This design comes from an exercise in tuning for small area and a short achievable clock period on the open sky130 flow, not from production work. Only simulation tests tie the RTL to the original design; equivalence was not proved. No activity file was given, so power comes from the tool's default toggle rates.

<file path="config.mk">
export PLATFORM = sky130hd
export DESIGN_NAME = dec_addsub
export DESIGN_NICKNAME = dec_addsub
export VERILOG_FILES = /design/flow/design.v
export SDC_FILE = /design/flow/constraint.sdc
export NUM_CORES = 4
export LEC_CHECK = 0
export ABC_CLOCK_PERIOD_IN_PS = 55000
export CAP_MARGIN = 20
export CORE_MARGIN = 2
export CORE_UTILIZATION = 40
export SLEW_MARGIN = 20
</file>
<file path="constraint.sdc">
create_clock -name core_clock -period 70.0 [get_ports {clk}]
set_input_delay 14.0000 -clock core_clock [delete_from_list [all_inputs] [get_ports {clk}]]
set_output_delay 14.0000 -clock core_clock [all_outputs]
set_load 0.01 [all_outputs]
</file>
<file path="design.v">
module dec_addsub (
    input  wire         clk,
    input  wire         rst,
    input  wire         in_valid,
    input  wire [1:0]   in_op,
    input  wire [127:0] in_a,
    input  wire [127:0] in_b,
    output reg          out_valid,
    output wire [127:0] out_result,
    output wire [1:0]   out_cmp,
    output wire         out_ovf,
    output wire         out_dec_data
);
    localparam ND = 31;
    function valid_operand;
        input [127:0] x;
        integer k;
        begin
            valid_operand = (x[3:0] == 4'hc) || (x[3:0] == 4'hd) || (x[3:0] == 4'hf);
            for (k = 1; k <= ND; k = k + 1)
                if (x[4*k+3] & (x[4*k+2] | x[4*k+1])) valid_operand = 1'b0;
        end
    endfunction
    wire data_err = !valid_operand(in_a) || !valid_operand(in_b);
    wire sa  = (in_a[3:0] == 4'hd);
    wire sb  = (in_b[3:0] == 4'hd);
    wire sub = sa ^ sb ^ (in_op[0] | in_op[1]);
    wire [ND-1:0] g, p;
    wire [3:0]    s0 [0:ND-1];
    genvar k;
    generate
        for (k = 0; k < ND; k = k + 1) begin : dig
            wire [3:0] a = in_a[4*k+4 +: 4];
            wire [3:0] b = in_b[4*k+4 +: 4];
            wire [3:0] bb = {sub ? ~(b[3] | b[2] | b[1]) : b[3],
                             b[2] ^ (sub & b[1]), b[1], b[0] ^ sub};
            wire [4:0] z;
            wire [4:1] cy;
            assign z[0]  = a[0] ^ bb[0];
            assign cy[1] = a[0] & bb[0];
            assign z[1]  = a[1] ^ bb[1] ^ cy[1];
            assign cy[2] = (a[1] & bb[1]) | (a[1] & cy[1]) | (bb[1] & cy[1]);
            assign z[2]  = a[2] ^ bb[2] ^ cy[2];
            assign cy[3] = (a[2] & bb[2]) | (a[2] & cy[2]) | (bb[2] & cy[2]);
            assign z[3]  = a[3] ^ bb[3] ^ cy[3];
            assign cy[4] = (a[3] & bb[3]) | (a[3] & cy[3]) | (bb[3] & cy[3]);
            assign z[4]  = cy[4];
            assign g[k] = z[4] | (z[3] & (z[2] | z[1]));             
            assign p[k] = z[3] & z[0] & !z[2] & !z[1] & !z[4];       
            assign s0[k] = {z[3] ^ (g[k] & (z[2] | z[1])), z[2] ^ (g[k] & !z[1]),
                            z[1] ^ g[k], z[0]};
        end
    endgenerate
    wire [ND-1:0] gp0, pp0;
    wire [ND-1:0] gp1, pp1;
    wire [ND-1:0] gp2, pp2;
    wire [ND-1:0] gp3, pp3;
    wire [ND-1:0] gp4, pp4;
    wire [ND-1:0] gp5, pp5;
    wire [ND-1:0] gp6, pp6;
    assign gp0 = g;
    assign pp0 = p;
    assign gp1[0] = gp0[0];
    assign pp1[0] = pp0[0];
    assign gp1[1] = gp0[1] | (pp0[1] & gp0[0]);
    assign pp1[1] = pp0[1] & pp0[0];
    assign gp1[2] = gp0[2];
    assign pp1[2] = pp0[2];
    assign gp1[3] = gp0[3] | (pp0[3] & gp0[2]);
    assign pp1[3] = pp0[3] & pp0[2];
    assign gp1[4] = gp0[4];
    assign pp1[4] = pp0[4];
    assign gp1[5] = gp0[5] | (pp0[5] & gp0[4]);
    assign pp1[5] = pp0[5] & pp0[4];
    assign gp1[6] = gp0[6];
    assign pp1[6] = pp0[6];
    assign gp1[7] = gp0[7] | (pp0[7] & gp0[6]);
    assign pp1[7] = pp0[7] & pp0[6];
    assign gp1[8] = gp0[8];
    assign pp1[8] = pp0[8];
    assign gp1[9] = gp0[9] | (pp0[9] & gp0[8]);
    assign pp1[9] = pp0[9] & pp0[8];
    assign gp1[10] = gp0[10];
    assign pp1[10] = pp0[10];
    assign gp1[11] = gp0[11] | (pp0[11] & gp0[10]);
    assign pp1[11] = pp0[11] & pp0[10];
    assign gp1[12] = gp0[12];
    assign pp1[12] = pp0[12];
    assign gp1[13] = gp0[13] | (pp0[13] & gp0[12]);
    assign pp1[13] = pp0[13] & pp0[12];
    assign gp1[14] = gp0[14];
    assign pp1[14] = pp0[14];
    assign gp1[15] = gp0[15] | (pp0[15] & gp0[14]);
    assign pp1[15] = pp0[15] & pp0[14];
    assign gp1[16] = gp0[16];
    assign pp1[16] = pp0[16];
    assign gp1[17] = gp0[17] | (pp0[17] & gp0[16]);
    assign pp1[17] = pp0[17] & pp0[16];
    assign gp1[18] = gp0[18];
    assign pp1[18] = pp0[18];
    assign gp1[19] = gp0[19] | (pp0[19] & gp0[18]);
    assign pp1[19] = pp0[19] & pp0[18];
    assign gp1[20] = gp0[20];
    assign pp1[20] = pp0[20];
    assign gp1[21] = gp0[21] | (pp0[21] & gp0[20]);
    assign pp1[21] = pp0[21] & pp0[20];
    assign gp1[22] = gp0[22];
    assign pp1[22] = pp0[22];
    assign gp1[23] = gp0[23] | (pp0[23] & gp0[22]);
    assign pp1[23] = pp0[23] & pp0[22];
    assign gp1[24] = gp0[24];
    assign pp1[24] = pp0[24];
    assign gp1[25] = gp0[25] | (pp0[25] & gp0[24]);
    assign pp1[25] = pp0[25] & pp0[24];
    assign gp1[26] = gp0[26];
    assign pp1[26] = pp0[26];
    assign gp1[27] = gp0[27] | (pp0[27] & gp0[26]);
    assign pp1[27] = pp0[27] & pp0[26];
    assign gp1[28] = gp0[28];
    assign pp1[28] = pp0[28];
    assign gp1[29] = gp0[29] | (pp0[29] & gp0[28]);
    assign pp1[29] = pp0[29] & pp0[28];
    assign gp1[30] = gp0[30];
    assign pp1[30] = pp0[30];
    assign gp2[0] = gp1[0];
    assign pp2[0] = pp1[0];
    assign gp2[1] = gp1[1];
    assign pp2[1] = pp1[1];
    assign gp2[2] = gp1[2];
    assign pp2[2] = pp1[2];
    assign gp2[3] = gp1[3] | (pp1[3] & gp1[1]);
    assign pp2[3] = pp1[3] & pp1[1];
    assign gp2[4] = gp1[4];
    assign pp2[4] = pp1[4];
    assign gp2[5] = gp1[5] | (pp1[5] & gp1[3]);
    assign pp2[5] = pp1[5] & pp1[3];
    assign gp2[6] = gp1[6];
    assign pp2[6] = pp1[6];
    assign gp2[7] = gp1[7] | (pp1[7] & gp1[5]);
    assign pp2[7] = pp1[7] & pp1[5];
    assign gp2[8] = gp1[8];
    assign pp2[8] = pp1[8];
    assign gp2[9] = gp1[9] | (pp1[9] & gp1[7]);
    assign pp2[9] = pp1[9] & pp1[7];
    assign gp2[10] = gp1[10];
    assign pp2[10] = pp1[10];
    assign gp2[11] = gp1[11] | (pp1[11] & gp1[9]);
    assign pp2[11] = pp1[11] & pp1[9];
    assign gp2[12] = gp1[12];
    assign pp2[12] = pp1[12];
    assign gp2[13] = gp1[13] | (pp1[13] & gp1[11]);
    assign pp2[13] = pp1[13] & pp1[11];
    assign gp2[14] = gp1[14];
    assign pp2[14] = pp1[14];
    assign gp2[15] = gp1[15] | (pp1[15] & gp1[13]);
    assign pp2[15] = pp1[15] & pp1[13];
    assign gp2[16] = gp1[16];
    assign pp2[16] = pp1[16];
    assign gp2[17] = gp1[17] | (pp1[17] & gp1[15]);
    assign pp2[17] = pp1[17] & pp1[15];
    assign gp2[18] = gp1[18];
    assign pp2[18] = pp1[18];
    assign gp2[19] = gp1[19] | (pp1[19] & gp1[17]);
    assign pp2[19] = pp1[19] & pp1[17];
    assign gp2[20] = gp1[20];
    assign pp2[20] = pp1[20];
    assign gp2[21] = gp1[21] | (pp1[21] & gp1[19]);
    assign pp2[21] = pp1[21] & pp1[19];
    assign gp2[22] = gp1[22];
    assign pp2[22] = pp1[22];
    assign gp2[23] = gp1[23] | (pp1[23] & gp1[21]);
    assign pp2[23] = pp1[23] & pp1[21];
    assign gp2[24] = gp1[24];
    assign pp2[24] = pp1[24];
    assign gp2[25] = gp1[25] | (pp1[25] & gp1[23]);
    assign pp2[25] = pp1[25] & pp1[23];
    assign gp2[26] = gp1[26];
    assign pp2[26] = pp1[26];
    assign gp2[27] = gp1[27] | (pp1[27] & gp1[25]);
    assign pp2[27] = pp1[27] & pp1[25];
    assign gp2[28] = gp1[28];
    assign pp2[28] = pp1[28];
    assign gp2[29] = gp1[29] | (pp1[29] & gp1[27]);
    assign pp2[29] = pp1[29] & pp1[27];
    assign gp2[30] = gp1[30];
    assign pp2[30] = pp1[30];
    assign gp3[0] = gp2[0];
    assign pp3[0] = pp2[0];
    assign gp3[1] = gp2[1];
    assign pp3[1] = pp2[1];
    assign gp3[2] = gp2[2];
    assign pp3[2] = pp2[2];
    assign gp3[3] = gp2[3];
    assign pp3[3] = pp2[3];
    assign gp3[4] = gp2[4];
    assign pp3[4] = pp2[4];
    assign gp3[5] = gp2[5] | (pp2[5] & gp2[1]);
    assign pp3[5] = pp2[5] & pp2[1];
    assign gp3[6] = gp2[6];
    assign pp3[6] = pp2[6];
    assign gp3[7] = gp2[7] | (pp2[7] & gp2[3]);
    assign pp3[7] = pp2[7] & pp2[3];
    assign gp3[8] = gp2[8];
    assign pp3[8] = pp2[8];
    assign gp3[9] = gp2[9] | (pp2[9] & gp2[5]);
    assign pp3[9] = pp2[9] & pp2[5];
    assign gp3[10] = gp2[10];
    assign pp3[10] = pp2[10];
    assign gp3[11] = gp2[11] | (pp2[11] & gp2[7]);
    assign pp3[11] = pp2[11] & pp2[7];
    assign gp3[12] = gp2[12];
    assign pp3[12] = pp2[12];
    assign gp3[13] = gp2[13] | (pp2[13] & gp2[9]);
    assign pp3[13] = pp2[13] & pp2[9];
    assign gp3[14] = gp2[14];
    assign pp3[14] = pp2[14];
    assign gp3[15] = gp2[15] | (pp2[15] & gp2[11]);
    assign pp3[15] = pp2[15] & pp2[11];
    assign gp3[16] = gp2[16];
    assign pp3[16] = pp2[16];
    assign gp3[17] = gp2[17] | (pp2[17] & gp2[13]);
    assign pp3[17] = pp2[17] & pp2[13];
    assign gp3[18] = gp2[18];
    assign pp3[18] = pp2[18];
    assign gp3[19] = gp2[19] | (pp2[19] & gp2[15]);
    assign pp3[19] = pp2[19] & pp2[15];
    assign gp3[20] = gp2[20];
    assign pp3[20] = pp2[20];
    assign gp3[21] = gp2[21] | (pp2[21] & gp2[17]);
    assign pp3[21] = pp2[21] & pp2[17];
    assign gp3[22] = gp2[22];
    assign pp3[22] = pp2[22];
    assign gp3[23] = gp2[23] | (pp2[23] & gp2[19]);
    assign pp3[23] = pp2[23] & pp2[19];
    assign gp3[24] = gp2[24];
    assign pp3[24] = pp2[24];
    assign gp3[25] = gp2[25] | (pp2[25] & gp2[21]);
    assign pp3[25] = pp2[25] & pp2[21];
    assign gp3[26] = gp2[26];
    assign pp3[26] = pp2[26];
    assign gp3[27] = gp2[27] | (pp2[27] & gp2[23]);
    assign pp3[27] = pp2[27] & pp2[23];
    assign gp3[28] = gp2[28];
    assign pp3[28] = pp2[28];
    assign gp3[29] = gp2[29] | (pp2[29] & gp2[25]);
    assign pp3[29] = pp2[29] & pp2[25];
    assign gp3[30] = gp2[30];
    assign pp3[30] = pp2[30];
    assign gp4[0] = gp3[0];
    assign pp4[0] = pp3[0];
    assign gp4[1] = gp3[1];
    assign pp4[1] = pp3[1];
    assign gp4[2] = gp3[2];
    assign pp4[2] = pp3[2];
    assign gp4[3] = gp3[3];
    assign pp4[3] = pp3[3];
    assign gp4[4] = gp3[4];
    assign pp4[4] = pp3[4];
    assign gp4[5] = gp3[5];
    assign pp4[5] = pp3[5];
    assign gp4[6] = gp3[6];
    assign pp4[6] = pp3[6];
    assign gp4[7] = gp3[7];
    assign pp4[7] = pp3[7];
    assign gp4[8] = gp3[8];
    assign pp4[8] = pp3[8];
    assign gp4[9] = gp3[9] | (pp3[9] & gp3[1]);
    assign pp4[9] = pp3[9] & pp3[1];
    assign gp4[10] = gp3[10];
    assign pp4[10] = pp3[10];
    assign gp4[11] = gp3[11] | (pp3[11] & gp3[3]);
    assign pp4[11] = pp3[11] & pp3[3];
    assign gp4[12] = gp3[12];
    assign pp4[12] = pp3[12];
    assign gp4[13] = gp3[13] | (pp3[13] & gp3[5]);
    assign pp4[13] = pp3[13] & pp3[5];
    assign gp4[14] = gp3[14];
    assign pp4[14] = pp3[14];
    assign gp4[15] = gp3[15] | (pp3[15] & gp3[7]);
    assign pp4[15] = pp3[15] & pp3[7];
    assign gp4[16] = gp3[16];
    assign pp4[16] = pp3[16];
    assign gp4[17] = gp3[17] | (pp3[17] & gp3[9]);
    assign pp4[17] = pp3[17] & pp3[9];
    assign gp4[18] = gp3[18];
    assign pp4[18] = pp3[18];
    assign gp4[19] = gp3[19] | (pp3[19] & gp3[11]);
    assign pp4[19] = pp3[19] & pp3[11];
    assign gp4[20] = gp3[20];
    assign pp4[20] = pp3[20];
    assign gp4[21] = gp3[21] | (pp3[21] & gp3[13]);
    assign pp4[21] = pp3[21] & pp3[13];
    assign gp4[22] = gp3[22];
    assign pp4[22] = pp3[22];
    assign gp4[23] = gp3[23] | (pp3[23] & gp3[15]);
    assign pp4[23] = pp3[23] & pp3[15];
    assign gp4[24] = gp3[24];
    assign pp4[24] = pp3[24];
    assign gp4[25] = gp3[25] | (pp3[25] & gp3[17]);
    assign pp4[25] = pp3[25] & pp3[17];
    assign gp4[26] = gp3[26];
    assign pp4[26] = pp3[26];
    assign gp4[27] = gp3[27] | (pp3[27] & gp3[19]);
    assign pp4[27] = pp3[27] & pp3[19];
    assign gp4[28] = gp3[28];
    assign pp4[28] = pp3[28];
    assign gp4[29] = gp3[29] | (pp3[29] & gp3[21]);
    assign pp4[29] = pp3[29] & pp3[21];
    assign gp4[30] = gp3[30];
    assign pp4[30] = pp3[30];
    assign gp5[0] = gp4[0];
    assign pp5[0] = pp4[0];
    assign gp5[1] = gp4[1];
    assign pp5[1] = pp4[1];
    assign gp5[2] = gp4[2];
    assign pp5[2] = pp4[2];
    assign gp5[3] = gp4[3];
    assign pp5[3] = pp4[3];
    assign gp5[4] = gp4[4];
    assign pp5[4] = pp4[4];
    assign gp5[5] = gp4[5];
    assign pp5[5] = pp4[5];
    assign gp5[6] = gp4[6];
    assign pp5[6] = pp4[6];
    assign gp5[7] = gp4[7];
    assign pp5[7] = pp4[7];
    assign gp5[8] = gp4[8];
    assign pp5[8] = pp4[8];
    assign gp5[9] = gp4[9];
    assign pp5[9] = pp4[9];
    assign gp5[10] = gp4[10];
    assign pp5[10] = pp4[10];
    assign gp5[11] = gp4[11];
    assign pp5[11] = pp4[11];
    assign gp5[12] = gp4[12];
    assign pp5[12] = pp4[12];
    assign gp5[13] = gp4[13];
    assign pp5[13] = pp4[13];
    assign gp5[14] = gp4[14];
    assign pp5[14] = pp4[14];
    assign gp5[15] = gp4[15];
    assign pp5[15] = pp4[15];
    assign gp5[16] = gp4[16];
    assign pp5[16] = pp4[16];
    assign gp5[17] = gp4[17] | (pp4[17] & gp4[1]);
    assign pp5[17] = pp4[17] & pp4[1];
    assign gp5[18] = gp4[18];
    assign pp5[18] = pp4[18];
    assign gp5[19] = gp4[19] | (pp4[19] & gp4[3]);
    assign pp5[19] = pp4[19] & pp4[3];
    assign gp5[20] = gp4[20];
    assign pp5[20] = pp4[20];
    assign gp5[21] = gp4[21] | (pp4[21] & gp4[5]);
    assign pp5[21] = pp4[21] & pp4[5];
    assign gp5[22] = gp4[22];
    assign pp5[22] = pp4[22];
    assign gp5[23] = gp4[23] | (pp4[23] & gp4[7]);
    assign pp5[23] = pp4[23] & pp4[7];
    assign gp5[24] = gp4[24];
    assign pp5[24] = pp4[24];
    assign gp5[25] = gp4[25] | (pp4[25] & gp4[9]);
    assign pp5[25] = pp4[25] & pp4[9];
    assign gp5[26] = gp4[26];
    assign pp5[26] = pp4[26];
    assign gp5[27] = gp4[27] | (pp4[27] & gp4[11]);
    assign pp5[27] = pp4[27] & pp4[11];
    assign gp5[28] = gp4[28];
    assign pp5[28] = pp4[28];
    assign gp5[29] = gp4[29] | (pp4[29] & gp4[13]);
    assign pp5[29] = pp4[29] & pp4[13];
    assign gp5[30] = gp4[30];
    assign pp5[30] = pp4[30];
    assign gp6[0] = gp5[0];
    assign pp6[0] = pp5[0];
    assign gp6[1] = gp5[1];
    assign pp6[1] = pp5[1];
    assign gp6[2] = gp5[2] | (pp5[2] & gp5[1]);
    assign pp6[2] = pp5[2] & pp5[1];
    assign gp6[3] = gp5[3];
    assign pp6[3] = pp5[3];
    assign gp6[4] = gp5[4] | (pp5[4] & gp5[3]);
    assign pp6[4] = pp5[4] & pp5[3];
    assign gp6[5] = gp5[5];
    assign pp6[5] = pp5[5];
    assign gp6[6] = gp5[6] | (pp5[6] & gp5[5]);
    assign pp6[6] = pp5[6] & pp5[5];
    assign gp6[7] = gp5[7];
    assign pp6[7] = pp5[7];
    assign gp6[8] = gp5[8] | (pp5[8] & gp5[7]);
    assign pp6[8] = pp5[8] & pp5[7];
    assign gp6[9] = gp5[9];
    assign pp6[9] = pp5[9];
    assign gp6[10] = gp5[10] | (pp5[10] & gp5[9]);
    assign pp6[10] = pp5[10] & pp5[9];
    assign gp6[11] = gp5[11];
    assign pp6[11] = pp5[11];
    assign gp6[12] = gp5[12] | (pp5[12] & gp5[11]);
    assign pp6[12] = pp5[12] & pp5[11];
    assign gp6[13] = gp5[13];
    assign pp6[13] = pp5[13];
    assign gp6[14] = gp5[14] | (pp5[14] & gp5[13]);
    assign pp6[14] = pp5[14] & pp5[13];
    assign gp6[15] = gp5[15];
    assign pp6[15] = pp5[15];
    assign gp6[16] = gp5[16] | (pp5[16] & gp5[15]);
    assign pp6[16] = pp5[16] & pp5[15];
    assign gp6[17] = gp5[17];
    assign pp6[17] = pp5[17];
    assign gp6[18] = gp5[18] | (pp5[18] & gp5[17]);
    assign pp6[18] = pp5[18] & pp5[17];
    assign gp6[19] = gp5[19];
    assign pp6[19] = pp5[19];
    assign gp6[20] = gp5[20] | (pp5[20] & gp5[19]);
    assign pp6[20] = pp5[20] & pp5[19];
    assign gp6[21] = gp5[21];
    assign pp6[21] = pp5[21];
    assign gp6[22] = gp5[22] | (pp5[22] & gp5[21]);
    assign pp6[22] = pp5[22] & pp5[21];
    assign gp6[23] = gp5[23];
    assign pp6[23] = pp5[23];
    assign gp6[24] = gp5[24] | (pp5[24] & gp5[23]);
    assign pp6[24] = pp5[24] & pp5[23];
    assign gp6[25] = gp5[25];
    assign pp6[25] = pp5[25];
    assign gp6[26] = gp5[26] | (pp5[26] & gp5[25]);
    assign pp6[26] = pp5[26] & pp5[25];
    assign gp6[27] = gp5[27];
    assign pp6[27] = pp5[27];
    assign gp6[28] = gp5[28] | (pp5[28] & gp5[27]);
    assign pp6[28] = pp5[28] & pp5[27];
    assign gp6[29] = gp5[29];
    assign pp6[29] = pp5[29];
    assign gp6[30] = gp5[30] | (pp5[30] & gp5[29]);
    assign pp6[30] = pp5[30] & pp5[29];
    wire [ND-1:0] G = gp6;
    wire [ND-1:0] P = pp6;
    wire cout = G[ND-1];
    wire cin  = sub & cout;            
    wire [ND-1:0] c = {G[ND-2:0] | (P[ND-2:0] & {(ND-1){cin}}), cin};
    function [3:0] inc_digit;
        input [3:0] d;
        input ci;
        begin
            inc_digit[0] = d[0] ^ ci;
            inc_digit[1] = d[1] ^ (ci & d[0] & !d[3]);
            inc_digit[2] = d[2] ^ (ci & d[0] & d[1]);
            inc_digit[3] = d[3] ^ (ci & d[0] & (d[3] | (d[2] & d[1])));
        end
    endfunction
    reg [123:0] r_dig;
    reg         r_inv, r_neg, r_ovf, r_eq, r_dd;
    integer n;
    always @(posedge clk) begin
        for (n = 0; n < ND; n = n + 1)
            r_dig[4*n +: 4] <= inc_digit(s0[n], c[n]);
        r_inv <= sub & !cout;
        r_neg <= (sa ^ (sub & !cout)) & !(sub & P[ND-1]);
        r_eq  <= sub & P[ND-1];        
        r_ovf <= !sub & cout;
        r_dd  <= data_err;
    end
    always @(posedge clk)
        out_valid <= in_valid & !rst;
    function [3:0] nine_comp;
        input [3:0] d;
        input inv;
        begin
            nine_comp[0] = d[0] ^ inv;
            nine_comp[1] = d[1];
            nine_comp[2] = d[2] ^ (inv & d[1]);
            nine_comp[3] = inv ? !(d[3] | d[2] | d[1]) : d[3];
        end
    endfunction
    reg [123:0] mag;
    reg         all0;
    always @* begin
        all0 = 1'b1;
        for (n = 0; n < ND; n = n + 1) begin
            mag[4*n +: 4] = nine_comp(r_dig[4*n +: 4], r_inv);
            if (r_dig[4*n +: 4] != 4'd0) all0 = 1'b0;
        end
    end
    wire zero    = r_eq | (!r_inv & all0);
    wire nonzero = !zero | r_ovf;
    assign out_result   = {mag, 3'b110, r_neg & !zero};
    assign out_ovf      = r_ovf;
    assign out_cmp      = {r_neg & nonzero, nonzero};
    assign out_dec_data = r_dd;
endmodule
</file>
<file path="flow/run.sh">
#!/bin/bash
# Standard layout, with the smallest buffer on every input and output port.
set -euo pipefail
bash standard.sh BUFFER_PORTS_ARGS="-buffer_cell sky130_fd_sc_hd__buf_1" finish > standard.log 2>&1
</file>
<file path="standard.sh">
#!/bin/bash
# synth_recipe.tcl (not shown) runs the flow's synth.tcl, then flattens the netlist and writes it again
# the make line also repeats each setting of config.mk as NAME=value (left out here)
make -C /OpenROAD-flow-scripts/flow DESIGN_CONFIG=/design/flow/config.mk WORK_HOME=/design/flow/orfs CLKGATE_MAP_FILE= SYNTH_SCRIPT=/design/flow/synth_recipe.tcl "${@:-finish}"
</file>
==> results.json, run 1 <==
{
  "post_cts_resized": 0,
  "h-tree-depth": 4,
  "min-delay-start": "rst",
  "ys_seq_area_share_pct": 20.5,
  "slew_violations": 0,
  "avgViaCountPerCell": 5.24,
  "drtPass1Iterations": 5,
  "period_needed_ns": 20.45,
  "hold_violations": 0,
  "ir_drop_uv": 14.3,
  "grt_max_degree": 49,
  "die_w_um": 182,
  "synthXorXnorAreaFrac_pct": 15.2,
  "max_slew_margin_pct": 34.4,
  "met3_usage_pct": 3.87,
  "ys.flop_type": "dfxtp_1",
  "synthAdderAreaFrac_pct": 23.8,
  "gp_congestion": 0.923,
  "dp_cells": 2184,
  "synth_top_family_by_area": "adder cells",
  "slowest_delay_ns": 0.58,
  "overflow": 0,
  "finalSetupViolCount": 0,
  "clk_pin_slew_ns": 0.06,
  "cts_tree": "done",
  "async_reset_ff_share_pct": 0,
  "synthSimpleGateAreaFrac_pct": 20.8,
  "required_ns": 70.29,
  "cp-start-kind": "input pin",
  "num_vias": 11600,
  "syn_area_per_cell_um2": 8.81,
  "grt_pass1_vias": 11300,
  "cts_hold_buffers": 0,
  "fmaxAchievable_ghz": 0.0489,
  "end_kind": "register",
  "hold_path.class": "in2reg",
  "critPathSlowestCell": "buf_4",
  "fin_setup_tns_ns": 0,
  "core_um2": 31400,
  "drive_gt1_share_pct": 5.24,
  "worstSetupEndpoint": "r_dig[78]",
  "crit_type": "in2reg",
  "grt_use_met2_pct": 43.8,
  "yosys_register_bits": 130,
  "muxShareOfSynthArea_pct": 2.82,
  "rsz0062_at_grt": "no",
  "synth_compound_area_share_pct": 12.5,
  "synth_edf_count": 0,
  "synthCells": 1444,
  "io_pins": 394,
  "drt_wl_total_mm": 42.1,
  "area_growth_pct": 18.0,
  "crit_arrival_ns": 20.74,
  "cts_root_buf": "clkbuf_16",
  "synth_area_um2": 12700,
  "io_buffers": 390,
  "critPathMaxFanout": 38,
  "track_usage_pct": 25.2,
  "power_density_nw_per_um2": 37.6,
  "die-area_um2": 33200,
  "cp-startpoint": "in_op[1]",
  "cts_setup_buffers": 0,
  "antenna_found_initial": 2,
  "fin_cells": 2217,
  "cts.path.max_buffers": 2,
  "rows": 65,
  "status": "complete, no violations",
  "drc": 0,
  "ant_nets": 0,
  "yosysWarningCount": 1,
  "cts_made_buffers": 17,
  "power.static_leakage_nw": 6.15,
  "start_util_pct": 40.5,
  "hold_ws_ns": 13.72,
  "busiest_layer": "met2",
  "nets": 2248,
  "clock_sinks": 130,
  "globalRouteMet1Util_pct": 32.6,
  "min_period_over_period_pct": 29.2,
  "wl_per_cell_um": 19.0,
  "worst_slew_pin_slew_ns": 0.973,
  "die_y_um": 182,
  "drv_cap": 0,
  "synthDistinctLibCells": 69,
  "drtIter0Drc": 547,
  "place_hpwl_mm": 36.3,
  "grt_pass1_wl_mm": 63.3
}
-- through the flow --
step | utilization [%] | setup slack [ns] | total power [W] | area (µm²)
finish | 47.8 | 49.55 | 0.000564 | 15000
global route | 47.8 | 48.93 | 0.000607 | 15000
CTS | 47.8 | 49.50 | 0.000566 | 15000
detailed placement | 45.8 | 49.07 | 0.000468 | 14400
global placement | 45.8 | 49.35 | 0.000464 | 14400
floorplan | - | 50.32 | 0.000371 | 12700
-- cell families (layout without fill, tap and decap cells) --
family                   after synthesis  count (layout)
buffers and inverters                112             480
adder cells (fa/ha/maj)              186             186
flip-flops                           130             130
XOR/XNOR                             220             220
multiplexers                          32              32
AO/OA/AOI/OAI                        250             250
other                                  2               5
AND/OR/NAND/NOR                      512             512
-- registers in the layout (all words and copies together) (netlist names) --
name / flops
r_eq: 1
r_dig: 124
r_dd: 1
r_ovf: 1
r_inv: 1
out_valid: 1
r_neg: 1
-- where the power goes --
part           switching (W)  leakage (nW)  internal (W)  total (W)
Clock              0.0000375         0.296     0.0000580  0.0000956
Sequential         0.0000305          1.09      0.000114   0.000145
Combinational       0.000189          4.76      0.000134   0.000324
Total               0.000258          6.15      0.000306   0.000564
-- cell usage in the layout (no fill, tap or decap), drive strengths merged, types with 6 or more instances in the layout --
cell type / n
or2: 14
nor4: 55
buf: 395
xnor2: 126
nand2: 112
dfxtp: 130
o21ai: 91
nor3b: 29
nor3: 44
nand4: 38
nand3: 13
nor2b: 7
nand2b: 46
inv: 57
ha: 93
a21o: 71
clkbuf: 19
xor2: 94
a31o: 7
a21oi: 45
fa: 93
nor2: 124
a31oi: 6
mux2: 31
-- worst min-delay path by stage --
stage	to	cells after the start
after detailed placement	out_valid	2
after CTS	out_valid	2
after floorplan	out_valid	1
final	out_valid	2
after global placement	out_valid	2
after global routing	out_valid	2
-- synthesized netlist by cell type (43+ instances only) --
cell type  number  area (µm²)
dfxtp_1       130        2600
xnor2_1       126        1100
nor2_1        123         462
nand2_1       112         420
xor2_1         94         823
fa_1           93        1860
ha_1           93        1160
o21ai_0        79         395
a21o_1         70         526
nor4_1         55         344
inv_1          53         199
nand2b_1       45         282
a21oi_1        43         215
nor3_1         43         215
-- area by class of cell --
type                       count  area (µm²)
antenna                        2        5.00
fill                        3140       16400
timing repair buffer         395        1500
inverter                      54         203
sequential                   130        2610
clock buffer                  19         453
multi-input combinational   1203        9580
clock inverter                12         155
tap                          402         503
-- critical path, delay by kind of cell --
kind                       cells  cell delay, ns
AOI/OAI and AO/OA              3            0.94
buffers and inverters          3            1.08
and+or+nand+nor               10            2.05
xor gates and xnor gates       4            0.90
adders and majority gates      5            1.77
-- per-layer routing --
metal	vias to the layer above	wire [µm]
met5	-	13
met4	2	749
met3	42	2200
met2	358	20400
met1	5493	18800
li1	5730	-
==> run 2: changes to the inputs <==
==> flow/run.sh (replaced) <==
#!/bin/bash
# Standard layout, with the smallest buffer on every input and output port,
# and timing repair asked for a setup slack of 51 ns.
set -euo pipefail
bash standard.sh BUFFER_PORTS_ARGS="-buffer_cell sky130_fd_sc_hd__buf_1" SETUP_SLACK_MARGIN=51 finish > standard.log 2>&1
==> results.json, run 2 <==
{
  "cts_root_buf": "clkbuf_16",
  "min-delay-start": "rst",
  "die-area_um2": 33200,
  "largest_reg_flops": 124,
  "fin_setup_tns_ns": 0,
  "antenna_found_initial": 1,
  "cts.path.max_buffers": 2,
  "drv_cap": 0,
  "drive_gt1_share_pct": 20.9,
  "finalSetupViolCount": 0,
  "syn_area_per_cell_um2": 8.81,
  "cp-startpoint": "in_b[1]",
  "num_vias": 12500,
  "power.static_leakage_nw": 6.89,
  "wl_per_cell_um": 20.7,
  "nets": 2345,
  "h-tree-depth": 4,
  "start_util_pct": 40.5,
  "sequentialPowerShare_pct": 23.1,
  "ys_seq_area_share_pct": 20.5,
  "rows": 65,
  "power_switching_w": 0.000286,
  "grt_pass1_vias": 12200,
  "yosysWarningCount": 1,
  "ir_drop_uv": 18.5,
  "yosys_register_bits": 130,
  "hold_path.class": "in2reg",
  "drtIter0Drc": 751,
  "cts_tree": "done",
  "end_kind": "register",
  "p_int_w": 0.000349,
  "yosys.area.top_type_share_pct": 20.5,
  "clkPwrFrac_pct": 15.5,
  "final_common_cell": "buf_1",
  "drt_wl_total_mm": 47.9,
  "rsz0062_at_grt": "yes",
  "grt_max_degree": 57,
  "fmaxAchievable_ghz": 0.0523,
  "num_antenna_cells": 0,
  "cts_made_buffers": 17,
  "hold_violations": 0,
  "p_sw_share_pct": 45.0,
  "combPwrFrac_pct": 61.5,
  "worst_slew_pin_slew_ns": 0.907,
  "core_um2": 31400,
  "cts_hold_buffers": 0,
  "synthDistinctLibCells": 69,
  "synth_commonest_cells": "130 x dfxtp_1, 126 x xnor2_1, 123 x nor2_1, 112 x nand2_1, 94 x xor2_1",
  "io_buffers": 390,
  "status": "complete, no violations",
  "nFillCells": 2929,
  "hold_ws_ns": 13.72,
  "io_pins": 394,
  "final_cell_mix": "388 x buf_1, 129 x dfxtp_1, 120 x xnor2_1",
  "track_usage_pct": 27.9,
  "synth_edf_count": 0,
  "die_y_um": 182,
  "ant_nets": 0,
  "period_needed_ns": 19.14,
  "synthCells": 1444,
  "place_hpwl_mm": 37.1,
  "slew_violations": 0,
  "clock_sinks": 130,
  "critPathMaxFanout": 6,
  "max_slew_margin_pct": 38.9,
  "area_growth_pct": 35.1,
  "crit_arrival_ns": 19.46,
  "die_w_um": 182,
  "min_period_over_period_pct": 27.3,
  "clk_pin_slew_ns": 0.06,
  "drc": 0,
  "drtPass1Iterations": 6,
  "ys.flop_type": "dfxtp_1",
  "power_density_nw_per_um2": 37.0,
  "synth_area_um2": 12700,
  "regMostFlops": "r_dig",
  "grt_pass1_wl_mm": 69.5,
  "yosys.area.top_type": "dfxtp_1",
  "avgViaCountPerCell": 5.39,
  "overflow": 0,
  "required_ns": 70.32,
  "synth_most_common_cell": "dfxtp_1",
  "gp_congestion": 0.896,
  "async_reset_ff_share_pct": 0,
  "crit_type": "in2reg",
  "worstSetupEndpoint": "r_dig[103]",
  "synthTopCellsByArea": "dfxtp_1 20%, fa_1 15%, ha_1 9.2%, xnor2_1 8.7%, xor2_1 6.5%",
  "cp-start-kind": "input pin"
}
## run 2: cell counts after synthesis
Identical to the previous run, type by type.
## run 2: through the flow
step	setup WS [ns]	std cells	cell area [µm²]	util (%)	total power, W
after floorplan	50.95	1445	12900	-	0.000373
after global placement	49.39	2184	14500	46.1	0.000470
after detailed placement	49.26	2184	14500	46.1	0.000474
after CTS	50.89	2284	16400	52.1	0.000602
after global routing	50.70	2313	17200	54.7	0.000677
final	50.86	2313	17200	54.7	0.000635
## run 2: per-layer routing
metal	up-vias	track usage, %	part of all wire, %
met5	-	0	0.027
met1	5999	35.2	43
met4	2	7.84	2.4
met3	59	5.09	6.0
met2	470	48.8	49
li1	5929	-	-
## run 2: area by class of cell
cell class                      instances  area, µm²  share of cell area [%]
Clock buffer                           19        453                    2.64
Inverter                               54        215                    1.25
Tap cell                              402        503                    2.93
Sequential cell                       130       2610                    15.2
Timing Repair Buffer                  492       2510                    14.6
Multi-Input combinational cell       1203      10700                    62.4
Clock inverter                         13        183                    1.06
## run 2: logic make-up (layout without fill, tap and decap cells)
| group | Yosys count | count (layout) | share of synthesized area [%] |
|---|---|---|---|
| other | 2 | 3 | 0.0591 |
| DFF | 130 | 130 | 20.5 |
| muxes | 32 | 32 | 2.82 |
| buffers and inverters | 112 | 578 | 4.34 |
| and+or+nand+nor | 512 | 512 | 20.8 |
| adders and majority gates | 186 | 186 | 23.8 |
| AOI/OAI and AO/OA | 250 | 250 | 12.5 |
| xor gates and xnor gates | 220 | 220 | 15.2 |
## run 2: how the worst min path moves through the flow
stage	to	depth (start not counted)
global route	out_valid	2
detailed placement	out_valid	2
CTS	out_valid	2
floorplan	out_valid	1
global placement	out_valid	2
finish	out_valid	2
## run 2: power groups by stage
stage	Combinational, W	Sequential [W]	Clock [W]
after global placement	0.000323	0.000147	0
after detailed placement	0.000327	0.000147	0
after floorplan	0.000239	0.000134	0
after global routing	0.000424	0.000151	0.000103
after CTS	0.000357	0.000146	0.0000993
final	0.000391	0.000147	0.0000983
## run 2: repair_timing
item,4_1_cts,5_1_grt
pin swaps,72,58
setup buffers,62,29
cloned,6,0
endpoints found under the setup margin,127,109
gates resized for setup,138,127
endpoints found under the hold margin,0,0
## run 2: critical path, stage by stage
cell and delay (ns):
buf_8 0.10, clkinv_8 0.03, nand4_1 0.31, xor2_4 0.29, xnor2_4 0.20, buf_12 0.18
buf_16 0.17, xnor2_2 0.08, ha_2 0.20, fa_2 0.37, fa_2 0.40, fa_2 0.44
o21ai_1 0.09, nand2b_1 0.13, a311o_1 0.39, a21oi_1 0.12, a21bo_2 0.25, a21oi_4 0.21
and3_4 0.23, o21ai_4 0.07, a21o_4 0.23, a41o_1 0.24, a31o_1 0.24, ha_4 0.18
nand2b_4 0.07, nor2_1 0.05, a21o_1 0.16
==> run 3: changes to the inputs <==
==> flow/run.sh (replaced) <==
#!/bin/bash
# Standard layout, with the smallest buffer on every input and output port,
# and timing repair asked for a setup slack of 50.5 ns.
set -euo pipefail
bash standard.sh BUFFER_PORTS_ARGS="-buffer_cell sky130_fd_sc_hd__buf_1" SETUP_SLACK_MARGIN=50.5 finish > standard.log 2>&1
==> results.json, run 3 <==
{
  "status": "complete, no violations",
  "synth_area_um2": 12700,
  "finalSetupViolCount": 0,
  "yosys_register_bits": 130,
  "cts.path.max_buffers": 2,
  "final_cell_mix": "390 x buf_1, 129 x dfxtp_1, 124 x xnor2_1",
  "synthDistinctLibCells": 69,
  "cp-start-kind": "input pin",
  "die-area_um2": 33200,
  "largest_reg_flops": 124,
  "syn_area_per_cell_um2": 8.81,
  "nets": 2274,
  "wl_per_cell_um": 19.6,
  "rsz0062_at_grt": "no",
  "end_kind": "register",
  "sequentialPowerShare_pct": 25.6,
  "area_growth_pct": 21.9,
  "grt_pass1_wl_mm": 64.1,
  "synth_commonest_cells": "130 x dfxtp_1, 126 x xnor2_1, 123 x nor2_1, 112 x nand2_1, 94 x xor2_1",
  "final_area_um2": 15500,
  "async_reset_ff_share_pct": 0,
  "slowest_delay_ns": 0.60,
  "worstSetupEndpoint": "r_dig[22]",
  "critPathMaxFanout": 7,
  "clkPwrFrac_pct": 15.8,
  "setup_ws_ns": 50.69,
  "clk_pin_slew_ns": 0.07,
  "start_util_pct": 40.5,
  "regMostFlops": "r_dig",
  "ys_seq_area_share_pct": 20.5,
  "antenna_found_initial": 5,
  "drv_cap": 0,
  "dpl_cell_area_um2": 14400,
  "die_w_um": 182,
  "place_hpwl_mm": 36.3,
  "crit_arrival_ns": 19.60,
  "cp-startpoint": "in_b[1]",
  "io_buffers": 390,
  "drc": 0,
  "crit_cells": 25,
  "worst_slew_pin_slew_ns": 0.956,
  "max_slew_margin_pct": 35.6,
  "cts_hold_buffers": 0,
  "ir_drop_uv": 15.5,
  "yosys.area.top_type": "dfxtp_1",
  "drtIter0Drc": 520,
  "path_buf_inv": 5,
  "gp_congestion": 0.945,
  "p_int_w": 0.000305,
  "p_sw_share_pct": 46.4,
  "track_usage_pct": 25.3,
  "die_y_um": 182,
  "num_vias": 11900,
  "yosys.area.top_type_share_pct": 20.5,
  "combPwrFrac_pct": 58.5,
  "crit_type": "in2reg",
  "hold_violations": 0,
  "power_density_nw_per_um2": 36.8,
  "overflow": 0,
  "rows": 65,
  "power.static_leakage_nw": 6.36,
  "hold_path.class": "in2reg",
  "h-tree-depth": 4,
  "synth_edf_count": 0,
  "synthTopCellsByArea": "dfxtp_1 20%, fa_1 15%, ha_1 9.2%, xnor2_1 8.7%, xor2_1 6.5%",
  "crit_family": "adder cells",
  "grt_max_degree": 50,
  "cts_made_buffers": 17,
  "fmaxAchievable_ghz": 0.0518,
  "io_pins": 394,
  "min_period_over_period_pct": 27.6,
  "synth_most_common_cell": "dfxtp_1",
  "power_switching_w": 0.000265,
  "drive_gt1_share_pct": 8.10,
  "cts_root_buf": "clkbuf_16",
  "clock_sinks": 130,
  "critPathSlowestCell": "fa_2",
  "period_needed_ns": 19.31,
  "grt_pass1_vias": 11600,
  "ant_nets": 0,
  "fin_setup_tns_ns": 0,
  "cts_tree": "done",
  "slew_violations": 0,
  "ys.flop_type": "dfxtp_1",
  "pre_cts_ws_ns": 49.26,
  "synthCells": 1444,
  "hold_ws_ns": 13.73,
  "avgViaCountPerCell": 5.29,
  "final_common_cell": "buf_1",
  "drt_wl_total_mm": 43.9,
  "core_um2": 31400,
  "required_ns": 70.30,
  "drtPass1Iterations": 5,
  "yosysWarningCount": 1
}
## run 3: cell counts after synthesis
No cell type changed its count.
## run 3: how the worst min path moves through the flow
| stage | from | end | slack (ns) | cells past startpoint |
|---|---|---|---|---|
| global route | rst | out_valid | 13.73 | 2 |
| finish | rst | out_valid | 13.73 | 2 |
| detailed placement | rst | out_valid | 14.16 | 2 |
| CTS | rst | out_valid | 13.72 | 2 |
| floorplan | rst | out_valid | 14.07 | 1 |
| global placement | rst | out_valid | 14.15 | 2 |
## run 3: cells by family after synthesis
logic type	Yosys count	synth area share, %
muxes	32	2.82
other	2	0.0591
AOI/OAI and AO/OA	250	12.5
DFF	130	20.5
and+or+nand+nor	512	20.8
xor gates and xnor gates	220	15.2
adders and majority gates	186	23.8
buffers and inverters	112	4.34
## run 3: routing by layer
| metal | routed length [µm] | global-route usage, % | part of all wire [%] |
|---|---|---|---|
| met1 | 19500 | 32.9 | 44 |
| met2 | 21200 | 43.9 | 48 |
| met3 | 2310 | 3.09 | 5.3 |
| met4 | 913 | 7.65 | 2.1 |
| met5 | 27 | 0 | 0.061 |
## run 3: area by class of cell
type	instances	area [µm²]
Clock buffer	18	439
Clock inverter	14	144
Fill cell	3110	15900
Multi-Input combinational cell	1203	9770
Timing Repair Buffer	421	1820
Sequential cell	130	2610
Tap cell	402	503
Antenna cell	3	7.51
Inverter	54	203
## run 3: power groups by stage
stage | Sequential [W] | Combinational [W] | Clock, W
CTS | 0.000146 | 0.000326 | 0.0000917
detailed placement | 0.000147 | 0.000322 | 0
finish | 0.000146 | 0.000334 | 0.0000902
global placement | 0.000147 | 0.000318 | 0
floorplan | 0.000134 | 0.000237 | 0
global route | 0.000151 | 0.000368 | 0.0000947
## run 3: stage by stage
step           power (W)  util [%]  cells
2_1_floorplan   0.000371         -   1445
3_3_place_gp    0.000465      45.9   2185
3_5_place_dp    0.000469      45.9   2185
4_1_cts         0.000563      48.1   2219
5_1_grt         0.000614      49.4   2245
6_report        0.000570      49.4   2245
## run 3: timing repair
action,4_1_cts,5_1_grt
setup buffers,2,19
pin swaps,1,13
gates resized for setup,17,30
gates cloned,0,4
endpoints found under the setup margin,117,78
==> run 4: changes to the inputs <==
==> flow/run.sh (replaced) <==
#!/bin/bash
# Standard layout, with the smallest buffer on every input and output port,
# and timing repair asked for a setup slack of 50.0 ns.
set -euo pipefail
bash standard.sh BUFFER_PORTS_ARGS="-buffer_cell sky130_fd_sc_hd__buf_1" SETUP_SLACK_MARGIN=50.0 finish > standard.log 2>&1
==> results.json, run 4 <==
{
  "status": "complete, no violations",
  "max_slew_margin_pct": 36.2,
  "hold_violations": 0,
  "ys.flop_type": "dfxtp_1",
  "nets": 2250,
  "synth_commonest_cells": "130 x dfxtp_1, 126 x xnor2_1, 123 x nor2_1, 112 x nand2_1, 94 x xor2_1",
  "cp-start-kind": "input pin",
  "path_buf_inv": 4,
  "crit_type": "in2reg",
  "synthDistinctLibCells": 69,
  "ir_drop_uv": 14.3,
  "largest_reg_flops": 124,
  "crit_family": "simple AND/OR/NAND/NOR gates",
  "cp_common_cell": "fa_1",
  "start_util_pct": 40.5,
  "yosysWarningCount": 1,
  "end_kind": "register",
  "synth_area_um2": 12700,
  "cts_made_buffers": 17,
  "required_ns": 70.29,
  "wl_per_cell_um": 19.0,
  "pre_cts_ws_ns": 49.07,
  "drtPass1Iterations": 5,
  "min_period_over_period_pct": 28.0,
  "final_cell_mix": "390 x buf_1, 129 x dfxtp_1, 124 x xnor2_1",
  "synthTopCellsByArea": "dfxtp_1 20%, fa_1 15%, ha_1 9.2%, xnor2_1 8.7%, xor2_1 6.5%",
  "h-tree-depth": 4,
  "die-area_um2": 33200,
  "finalSetupViolCount": 0,
  "cp-startpoint": "in_b[1]",
  "power_density_nw_per_um2": 37.5,
  "cts_root_buf": "clkbuf_16",
  "area_growth_pct": 18.7,
  "yosys.area.top_type": "dfxtp_1",
  "hold_path.class": "in2reg",
  "num_vias": 11700,
  "synthCells": 1444,
  "overflow": 0,
  "slew_violations": 0,
  "critPathMaxFanout": 38,
  "synth_edf_count": 0,
  "crit_arrival_ns": 19.88,
  "rows": 65,
  "fmaxAchievable_ghz": 0.0511,
  "syn_area_per_cell_um2": 8.81,
  "critPathSlowestCell": "fa_1",
  "grt_max_degree": 49,
  "avgViaCountPerCell": 5.25,
  "place_hpwl_mm": 36.3,
  "drt_wl_total_mm": 42.3,
  "synth_most_common_cell": "dfxtp_1",
  "grt_pass1_vias": 11300,
  "grt_pass1_wl_mm": 63.3,
  "fin_setup_tns_ns": 0,
  "drc": 0,
  "worst_slew_pin_slew_ns": 0.947,
  "async_reset_ff_share_pct": 0,
  "slowest_delay_ns": 0.48,
  "period_needed_ns": 19.58,
  "yosys.area.top_type_share_pct": 20.5,
  "core_um2": 31400,
  "rsz0062_at_grt": "no",
  "power.static_leakage_nw": 6.19,
  "gp_congestion": 0.923,
  "clk_pin_slew_ns": 0.07,
  "min-delay-start": "rst",
  "min_path_cells": 2,
  "track_usage_pct": 25.2,
  "die_w_um": 182,
  "drv_cap": 0,
  "drive_gt1_share_pct": 5.56,
  "io_pins": 394,
  "die_y_um": 182,
  "clock_sinks": 130,
  "ant_nets": 0,
  "cts.path.max_buffers": 2,
  "yosys_register_bits": 130,
  "setup_ws_ns": 50.42,
  "io_buffers": 390,
  "cts_tree": "done",
  "final_common_cell": "buf_1",
  "ys_seq_area_share_pct": 20.5,
  "antenna_found_initial": 2,
  "drtIter0Drc": 546,
  "regMostFlops": "r_dig",
  "crit_cells": 26
}
[run 4: through the flow]
stage	hold slack, ns	instance area, µm²	instances	utilization, %	power [W]
floorplan	14.07	12700	1445	-	0.000371
global placement	14.15	14400	2184	45.8	0.000464
detailed placement	14.16	14400	2184	45.8	0.000468
CTS	13.71	15000	2215	47.9	0.000567
global route	13.73	15100	2218	48.1	0.000608
finish	13.72	15100	2218	48.1	0.000565
[run 4: worst paths after layout]
check | endpoint | slack [ns]
worst max-delay path | r_dig[78] | 50.42
worst min-delay path | out_valid | 13.72
[run 4: area by class of cell]
class / count / area [µm²]
fillers: 3131 / 16300
clock buffers: 19 / 453
repair buffers: 397 / 1550
clock inverters: 12 / 155
well taps: 402 / 503
multi-input cells: 1203 / 9620
diodes: 1 / 2.50
flip-flops and latches: 130 / 2610
inverters: 54 / 203
[run 4: logic make-up (layout without fill, tap and decap cells)]
| family | count (synthesis) | in the layout | synth area share (%) |
|---|---|---|---|
| adders and majority gates | 186 | 186 | 23.8 |
| AOI/OAI and AO/OA | 250 | 250 | 12.5 |
| and+or+nand+nor | 512 | 512 | 20.8 |
| buffers and inverters | 112 | 482 | 4.34 |
| other | 2 | 4 | 0.0591 |
| muxes | 32 | 32 | 2.82 |
| DFF | 130 | 130 | 20.5 |
| xor gates and xnor gates | 220 | 220 | 15.2 |
[run 4: routing by layer]
metal | routed length [µm] | global-route usage, %
met1 | 18800 | 32.6
met2 | 20500 | 43.9
met3 | 2250 | 3.87
met4 | 743 | 6.74
met5 | 13 | 0
[run 4: where the power goes]
| part | leakage (nW) | internal (W) | total (W) | switching [W] |
|---|---|---|---|---|
| Clock | 0.296 | 0.0000580 | 0.0000959 | 0.0000379 |
| Sequential | 1.09 | 0.000114 | 0.000145 | 0.0000304 |
| Combinational | 4.80 | 0.000135 | 0.000325 | 0.000190 |
[run 4: repair_timing]
action / in CTS / in global routing
pin swaps: 0 / 2
endpoints found under the setup margin: 78 / 46
setup buffers: 0 / 2
gates resized for setup: 5 / 9
hold buffers: 0 / 0
==> run 5: changes to the inputs <==
--- a/config.mk
+++ b/config.mk
@@ -5,6 +5,7 @@
 export SDC_FILE = /design/flow/constraint.sdc
 export NUM_CORES = 4
 export LEC_CHECK = 0
+export ABC_AREA = 1
 export ABC_CLOCK_PERIOD_IN_PS = 55000
 export CAP_MARGIN = 20
 export CORE_MARGIN = 2
==> results.json, run 5 <==
{
  "cts_setup_buffers": 0,
  "final_cell_mix": "393 x nand2_1, 390 x buf_1, 204 x inv_1",
  "drc": 0,
  "period_needed_ns": 19.26,
  "synthSimpleGateAreaFrac_pct": 25.7,
  "die-area_um2": 35800,
  "met2_wirelength_mm": 23.5,
  "power_density_nw_per_um2": 35.6,
  "cts_root_buf": "clkbuf_16",
  "slowest_delay_ns": 0.71,
  "max_slew_margin_pct": 32.0,
  "clkPwrFrac_pct": 17.9,
  "rows": 67,
  "routedLengthMet1_mm": 21.6,
  "regMostFlops": "r_dig",
  "critPathSlowestCell": "buf_4",
  "post-route-util_pct": 47.6,
  "synth_area_um2": 13700,
  "hold_path.class": "in2reg",
  "sequentialPowerShare_pct": 25.8,
  "drtIter0Drc": 811,
  "place_hpwl_mm": 41.5,
  "antenna_found_initial": 0,
  "final_common_cell": "nand2_1",
  "yosysWarningCount": 1,
  "start_util_pct": 40.8,
  "p_sw_share_pct": 47.8,
  "avgViaCountPerCell": 5.01,
  "routed-wl-met3_mm": 2.46,
  "yosys_register_bits": 130,
  "slew_violations": 0,
  "grt_pass1_vias": 13100,
  "combPwrFrac_pct": 56.4,
  "drive_gt1_share_pct": 6.38,
  "power_switching_w": 0.000272,
  "nets": 2632,
  "post_cts_resized": 0,
  "wl_per_cell_um": 18.4,
  "synth_most_common_cell": "nand2_1",
  "hold_violations": 0,
  "io_pins": 394,
  "ys.flop_type": "dfxtp_1",
  "clock_sinks": 130,
  "yosys.area.top_type": "dfxtp_1",
  "clk_pin_slew_ns": 0.07,
  "rsz0062_at_grt": "no",
  "muxShareOfSynthArea_pct": 0,
  "cp_common_cell": "nand2_1",
  "end_kind": "register",
  "io_buffers": 390,
  "hold_ws_ns": 13.74,
  "p_int_w": 0.000297,
  "status": "complete, no violations",
  "cts_tree": "done",
  "synthAdderAreaFrac_pct": 22.1,
  "drv_cap": 0,
  "cts_hold_buffers": 0,
  "synth_edf_count": 0,
  "track_usage_pct": 27.2,
  "cts.path.max_buffers": 2,
  "final_area_um2": 16000,
  "ir_drop_uv": 23.4,
  "ant_nets": 0,
  "async_reset_ff_share_pct": 0,
  "drt_wl_total_mm": 48.7,
  "nFillCells": 3448,
  "num_antenna_cells": 0,
  "synthXorXnorAreaFrac_pct": 13.9,
  "synthTopCellsByArea": "dfxtp_1 19%, fa_1 14%, nand2_1 11%, ha_1 8.5%, xnor2_1 7.4%",
  "area_growth_pct": 16.7,
  "cts_made_buffers": 17,
  "overflow": 0,
  "fmaxAchievable_ghz": 0.0519,
  "synth_commonest_cells": "394 x nand2_1, 204 x inv_1, 143 x o21ai_0, 138 x nor2_1, 130 x dfxtp_1",
  "ys_seq_area_share_pct": 19.0,
  "largest_reg_flops": 124,
  "power.static_leakage_nw": 6.70,
  "worst_slew_pin_slew_ns": 1.01,
  "fin_setup_tns_ns": 0,
  "grt_pass1_wl_mm": 73.6,
  "syn_area_per_cell_um2": 7.46,
  "synthCells": 1838,
  "cp-start-kind": "input pin",
  "drtPass1Iterations": 6,
  "num_vias": 13300,
  "grt_max_degree": 67,
  "critPathMaxFanout": 66,
  "min_period_over_period_pct": 27.5,
  "synth_top_family_by_area": "simple AND/OR/NAND/NOR gates",
  "required_ns": 70.36,
  "finalSetupViolCount": 0,
  "crit_arrival_ns": 19.62,
  "die_w_um": 189,
  "yosys.area.top_type_share_pct": 19.0,
  "synthDistinctLibCells": 49,
  "top_layer_used": "met4",
  "dpl_cell_area_um2": 15400,
  "crit_type": "in2reg",
  "core_um2": 33600,
  "synth_compound_area_share_pct": 10.1,
  "die_y_um": 189,
  "gp_congestion": 0.903,
  "h-tree-depth": 4
}
==> run 5: cell types whose count changed after synthesis, moves of 28 or more <==
| cell | change |
|---|---|
| nor3b_1 | -29 |
| o21ai_0 | +64 |
| nor2_2 | +28 |
| nor4_1 | -35 |
| inv_1 | +151 |
| nand2_1 | +282 |
| a21o_1 | -65 |
| nand3_1 | +29 |
| nand2b_1 | -45 |
| mux2_2 | -31 |
==> run 5: worst paths after layout <==
| kind | start | endpoint | slack, ns | cells after the start |
|---|---|---|---|---|
| hold / removal | rst | out_valid | 13.74 | 2 |
| setup / recovery | in_b[1] | r_dig[87] | 50.74 | 29 |
==> run 5: kinds of logic after synthesis <==
family          after synthesis
buf+inv                     292
simple gates                764
xor+xnor                    218
flops                       130
compound gates              246
fa+ha+maj                   186
other cells                   2
==> run 5: metrics by stage <==
step           setup WS (ns)  std cells  power (W)
2_1_floorplan          51.59       1839   0.000367
4_1_cts                50.74       2644   0.000571
5_1_grt                50.16       2644   0.000614
6_report               50.74       2644   0.000569
3_5_place_dp           50.32       2614   0.000467
3_3_place_gp           50.39       2614   0.000463
==> run 5: power by group through the flow <==
stage	logic [W]	clock network, W	registers, W
finish	0.000321	0.000102	0.000147
global route	0.000357	0.000106	0.000151
CTS	0.000322	0.000102	0.000146
detailed placement	0.000320	0	0.000147
global placement	0.000316	0	0.000147
floorplan	0.000233	0	0.000134
==> run 5: final cells by class <==
cell class,instances,area [µm²],share of cell area (%)
Timing Repair Buffer,394,1490,9.34
Clock buffer,18,439,2.74
Multi-Input combinational cell,1417,9850,61.5
Inverter,225,846,5.29
Clock inverter,12,208,1.30
Sequential cell,130,2610,16.3
Tap cell,448,561,3.50
==> run 5: critical path: cells and delay by family <==
family / cells / cell delay, ns
adders and majority gates: 3 / 1.16
xor gates and xnor gates: 2 / 0.47
and+or+nand+nor: 19 / 2.42
buffers and inverters: 4 / 1.38
AOI/OAI and AO/OA: 1 / 0.07
==> run 5: routing by layer <==
metal | up-vias | track usage, %
li1 | 6564 | -
met1 | 6215 | 35.7
met2 | 419 | 47.4
met3 | 57 | 2.93
met4 | 0 | 7.57
met5 | - | 0
==> run 6: changes to the inputs <==
--- a/config.mk
+++ b/config.mk
@@ -5,9 +5,9 @@
 export SDC_FILE = /design/flow/constraint.sdc
 export NUM_CORES = 4
 export LEC_CHECK = 0
-export ABC_AREA = 1
 export ABC_CLOCK_PERIOD_IN_PS = 55000
 export CAP_MARGIN = 20
 export CORE_MARGIN = 2
 export CORE_UTILIZATION = 40
+export CTS_BUF_LIST = sky130_fd_sc_hd__clkbuf_8
 export SLEW_MARGIN = 20
==> results.json, run 6 <==
{
  "track_usage_pct": 25.2,
  "drt_wl_total_mm": 42.6,
  "met3_usage_pct": 4.57,
  "die_y_um": 182,
  "gp_congestion": 0.923,
  "cp_common_cell": "fa_1",
  "critPathSlowestCell": "nor3_2",
  "synth_edf_count": 0,
  "overflow": 0,
  "grt_max_degree": 49,
  "setup_ws_ns": 50.39,
  "min_period_over_period_pct": 28.0,
  "die-area_um2": 33200,
  "drive_gt1_share_pct": 5.51,
  "async_reset_ff_share_pct": 0,
  "place_hpwl_mm": 36.3,
  "clk_pin_slew_ns": 0.09,
  "final_common_cell": "buf_1",
  "holdPathEnd": "out_valid",
  "crit_arrival_ns": 19.94,
  "required_ns": 70.32,
  "nFillCells": 3149,
  "hold_violations": 0,
  "io_buffers": 390,
  "power.static_leakage_nw": 6.11,
  "h-tree-depth": 4,
  "regMostFlops": "r_dig",
  "worst_slew_pin_slew_ns": 0.846,
  "max_slew_margin_pct": 43.2,
  "drv_cap": 0,
  "seqCellArea_um2": 2610,
  "cts_made_buffers": 17,
  "yosys.area.top_type_share_pct": 20.5,
  "largest_reg_flops": 124,
  "die_w_um": 182,
  "ys_seq_area_share_pct": 20.5,
  "fin_setup_tns_ns": 0,
  "status": "complete, no violations",
  "syn_area_per_cell_um2": 8.81,
  "rows": 65,
  "globalRouteMet1Util_pct": 32.4,
  "synth_most_common_cell": "dfxtp_1",
  "synthCells": 1444,
  "min-delay-start": "rst",
  "busiest_layer": "met2",
  "min_path_cells": 2,
  "hold_ws_ns": 13.69,
  "core_um2": 31400,
  "crit_type": "in2reg",
  "nets": 2250,
  "slowest_delay_ns": 0.51,
  "num_vias": 11600,
  "yosys_register_bits": 130,
  "avgViaCountPerCell": 5.24,
  "end_kind": "register",
  "cts_hold_buffers": 0,
  "drtPass1Iterations": 5,
  "critPathMaxFanout": 24,
  "dp_cells": 2184,
  "synth_area_um2": 12700,
  "cp-start-kind": "input pin",
  "cts_root_buf": "clkbuf_8",
  "drc": 0,
  "grt_use_met2_pct": 43.7,
  "synthTopCellsByArea": "dfxtp_1 20%, fa_1 15%, ha_1 9.2%, xnor2_1 8.7%, xor2_1 6.5%",
  "synth_commonest_cells": "130 x dfxtp_1, 126 x xnor2_1, 123 x nor2_1, 112 x nand2_1, 94 x xor2_1",
  "yosysWarningCount": 1,
  "rsz0062_at_grt": "no",
  "io_pins": 394,
  "wl_per_cell_um": 19.2,
  "synthDistinctLibCells": 69,
  "period_needed_ns": 19.61,
  "cts.path.max_buffers": 2,
  "fmaxAchievable_ghz": 0.0510,
  "clock_sinks": 130,
  "hold_path.class": "in2reg",
  "power_density_nw_per_um2": 36.3,
  "area_growth_pct": 17.3,
  "ir_drop_uv": 14.3,
  "cp-startpoint": "in_b[1]",
  "pre_cts_ws_ns": 49.07,
  "post-route-util_pct": 47.5,
  "grt_pass1_wl_mm": 63.2,
  "multi_input_area_um2": 9610,
  "slew_violations": 0,
  "start_util_pct": 40.5,
  "drtIter0Drc": 474,
  "fin_cells": 2218,
  "ant_nets": 0,
  "yosys.area.top_type": "dfxtp_1",
  "finalSetupViolCount": 0,
  "ys.flop_type": "dfxtp_1",
  "antenna_found_initial": 2,
  "cts_tree": "done",
  "final_cell_mix": "390 x buf_1, 129 x dfxtp_1, 124 x xnor2_1",
  "grt_pass1_vias": 11200
}
run 6: per-layer routing:
| layer | wire [µm] | vias to the layer above |
|---|---|---|
| li1 | - | 5728 |
| met1 | 18800 | 5497 |
| met2 | 20700 | 362 |
| met3 | 2300 | 42 |
| met4 | 733 | 2 |
| met5 | 13 | - |
run 6: through the flow:
stage	total power (W)	area (µm²)
floorplan	0.000371	12700
finish	0.000541	14900
global route	0.000585	14900
CTS	0.000543	14800
detailed placement	0.000468	14400
global placement	0.000464	14400
run 6: cell families after synthesis:
| logic type | Yosys count | synth area share [%] |
|---|---|---|
| and+or+nand+nor | 512 | 20.8 |
| AOI/OAI and AO/OA | 250 | 12.5 |
| xor gates and xnor gates | 220 | 15.2 |
| adders and majority gates | 186 | 23.8 |
| DFF | 130 | 20.5 |
| buffers and inverters | 112 | 4.34 |
| muxes | 32 | 2.82 |
| other | 2 | 0.0591 |
run 6: how the worst max path moves through the flow:
| stage | endpoint | slack, ns | cells after the start |
|---|---|---|---|
| floorplan | r_dig[103] | 50.32 | 26 |
| global placement | r_dig[78] | 49.35 | 26 |
| detailed placement | r_dig[78] | 49.07 | 25 |
| CTS | r_dig[78] | 50.04 | 25 |
| global route | r_dig[78] | 50.01 | 26 |
| finish | r_dig[78] | 50.39 | 25 |
run 6: critical path: cells and delay by family:
kind                       cells  cell delay [ns]
adders and majority gates      5             1.65
and+or+nand+nor                7             1.59
AOI/OAI and AO/OA              6             1.41
xor gates and xnor gates       4             0.77
buffers and inverters          3             0.49
run 6: timing repair:
action	in CTS	in global routing
pin swaps	0	2
setup endpoints to repair	65	55
setup buffers	0	1
gates cloned	0	1
gates resized for setup	4	9
run 6: cell type report:
type / count / area share, %
clock buffer: 19 / 1.75
clock inverter: 12 / 1.04
multi-input combinational: 1203 / 64.5
tap: 402 / 3.37
timing repair buffer: 397 / 10.5
antenna: 1 / 0.0168
sequential: 130 / 17.5
inverter: 54 / 1.36
run 6: report_power, final:
part / leakage, nW / switching, W / internal [W]
Clock: 0.209 / 0.0000345 / 0.0000372
Combinational: 4.81 / 0.000190 / 0.000135
Sequential: 1.09 / 0.0000304 / 0.000114
==> run 7: changes to the inputs <==
==> flow/run.sh (replaced) <==
#!/bin/bash
# Standard layout, with the smallest buffer on every input and output port,
# timing repair asked for a setup slack of 50 ns, and a clock tree of
# smaller buffers.
set -euo pipefail
bash standard.sh BUFFER_PORTS_ARGS="-buffer_cell sky130_fd_sc_hd__buf_1" SETUP_SLACK_MARGIN=50.0 CTS_ARGS="-sink_clustering_enable -repair_clock_nets -buf_list sky130_fd_sc_hd__clkbuf_8 -dont_use_dummy_load -sink_clustering_size 24 -sink_clustering_max_diameter 80" finish > standard.log 2>&1
--- a/config.mk
+++ b/config.mk
@@ -9,5 +9,4 @@
 export CAP_MARGIN = 20
 export CORE_MARGIN = 2
 export CORE_UTILIZATION = 40
-export CTS_BUF_LIST = sky130_fd_sc_hd__clkbuf_8
 export SLEW_MARGIN = 20
==> results.json, run 7 <==
{
  "die_w_um": 182,
  "critPathMaxFanout": 36,
  "grt_max_degree": 49,
  "seqCellArea_um2": 2610,
  "post-route-util_pct": 46.9,
  "num_vias": 11600,
  "hold_path.class": "in2reg",
  "crit_arrival_ns": 19.87,
  "rows": 65,
  "final_cell_mix": "390 x buf_1, 129 x dfxtp_1, 124 x xnor2_1",
  "final_common_cell": "buf_1",
  "ir_drop_uv": 14.3,
  "drtIter0Drc": 503,
  "fin_setup_tns_ns": 0,
  "end_kind": "register",
  "synth_most_common_cell": "dfxtp_1",
  "syn_area_per_cell_um2": 8.81,
  "cp-start-kind": "input pin",
  "cts_made_buffers": 17,
  "clock_sinks": 130,
  "cp-startpoint": "in_b[1]",
  "hold_violations": 0,
  "ys_seq_area_share_pct": 20.5,
  "slew_violations": 0,
  "h-tree-depth": 4,
  "max_slew_margin_pct": 43.4,
  "ys.flop_type": "dfxtp_1",
  "io_pins": 394,
  "worst_slew_pin_slew_ns": 0.840,
  "critPathSlowestCell": "fa_1",
  "multi_input_area_um2": 9620,
  "ant_nets": 0,
  "grt_pass1_vias": 11200,
  "synth_commonest_cells": "130 x dfxtp_1, 126 x xnor2_1, 123 x nor2_1, 112 x nand2_1, 94 x xor2_1",
  "area_growth_pct": 15.9,
  "cts_root_buf": "clkbuf_8",
  "min-delay-start": "rst",
  "synth_area_um2": 12700,
  "slowest_delay_ns": 0.48,
  "gp_congestion": 0.923,
  "period_needed_ns": 19.57,
  "required_ns": 70.31,
  "fmaxAchievable_ghz": 0.0511,
  "drive_gt1_share_pct": 4.78,
  "synth_edf_count": 0,
  "nFillCells": 3164,
  "wl_per_cell_um": 19.3,
  "power_density_nw_per_um2": 35.3,
  "cts.path.max_buffers": 2,
  "grt_pass1_wl_mm": 63.0,
  "core_um2": 31400,
  "overflow": 0,
  "yosys.area.top_type_share_pct": 20.5,
  "power.static_leakage_nw": 6.04,
  "drv_cap": 0,
  "io_buffers": 390,
  "antenna_found_initial": 2,
  "cts_tree": "done",
  "avgViaCountPerCell": 5.27,
  "min_period_over_period_pct": 28.0,
  "async_reset_ff_share_pct": 0,
  "clk_pin_slew_ns": 0.09,
  "rsz0062_at_grt": "yes",
  "largest_reg_flops": 124,
  "nets": 2250,
  "status": "complete, no violations",
  "regMostFlops": "r_dig",
  "die_y_um": 182,
  "die-area_um2": 33200,
  "drtPass1Iterations": 5,
  "synthCells": 1444,
  "synthTopCellsByArea": "dfxtp_1 20%, fa_1 15%, ha_1 9.2%, xnor2_1 8.7%, xor2_1 6.5%",
  "min_path_cells": 2,
  "cp_common_cell": "fa_1",
  "track_usage_pct": 25.2,
  "yosysWarningCount": 1,
  "holdPathEnd": "out_valid",
  "yosys_register_bits": 130,
  "drc": 0,
  "synthDistinctLibCells": 69,
  "finalSetupViolCount": 0,
  "place_hpwl_mm": 36.3,
  "crit_type": "in2reg",
  "drt_wl_total_mm": 42.6,
  "start_util_pct": 40.5,
  "yosys.area.top_type": "dfxtp_1"
}
## run 7: what timing repair did
action | in CTS | in global routing
setup endpoints to repair | 70 | 60
setup buffers | 0 | 1
hold buffers | 0 | 0
resized for setup | 4 | 10
gates cloned | 0 | 1
pin swaps | 0 | 2
## run 7: area by class of cell
class                      instances  share of cell area (%)
antenna                            1                  0.0170
clock buffer                      17                    1.59
inverter                          54                    1.38
multi-input combinational       1203                    65.3
sequential                       130                    17.7
tap                              402                    3.41
timing repair buffer             397                    10.6
## run 7: logic make-up after synthesis
| logic type | synth area share [%] |
|---|---|
| other | 0.0591 |
| AND/OR/NAND/NOR | 20.8 |
| multiplexers | 2.82 |
| adder cells (fa/ha/maj) | 23.8 |
| AO/OA/AOI/OAI | 12.5 |
| buffers and inverters | 4.34 |
| flip-flops | 20.5 |
| XOR/XNOR | 15.2 |
## run 7: how the worst max path moves through the flow
stage,to,slack (ns),cells past startpoint
after global routing,r_dig[78],49.98,26
after global placement,r_dig[78],49.35,26
final,r_dig[78],50.43,26
after CTS,r_dig[78],50.02,25
after floorplan,r_dig[103],50.32,26
after detailed placement,r_dig[78],49.07,25
## run 7: per-layer routing
| layer | up-vias | wire (µm) | track usage [%] |
|---|---|---|---|
| li1 | 5705 | - | - |
| met5 | - | 13 | 0 |
| met3 | 44 | 2300 | 4.39 |
| met4 | 2 | 741 | 6.61 |
| met1 | 5489 | 18900 | 32.3 |
| met2 | 369 | 20700 | 43.6 |
## run 7: power by group
group	switching, W	internal (W)
clock network	0.0000291	0.0000214
registers	0.0000306	0.000114
logic	0.000190	0.000135
## run 7: worst max-delay path, delay by kind of cell
family / cells / cell delay (ns)
compound gates: 3 / 0.81
xor+xnor: 4 / 0.77
fa+ha+maj: 5 / 1.73
buf+inv: 4 / 0.63
simple gates: 10 / 1.90
## run 7: stage by stage
stage	worst slack, ns	power [W]	hold WS, ns	instances	instance area [µm²]
final	50.43	0.000521	13.69	2204	14700
after global routing	49.98	0.000563	13.68	2204	14700
after CTS	50.02	0.000521	13.66	2201	14600
after floorplan	50.32	0.000371	14.07	1445	12700
after detailed placement	49.07	0.000468	14.16	2184	14400
after global placement	49.35	0.000464	14.15	2184	14400

Re-timed with assumed drivers on the ports (clkbuf_16 on the clock, buf_2 on other inputs), run 7 has 50.461 ns of setup slack against 50.433 ns with ideal ports, and 49.976 ns once port delays also move by the mid clock arrival of 0.485 ns.
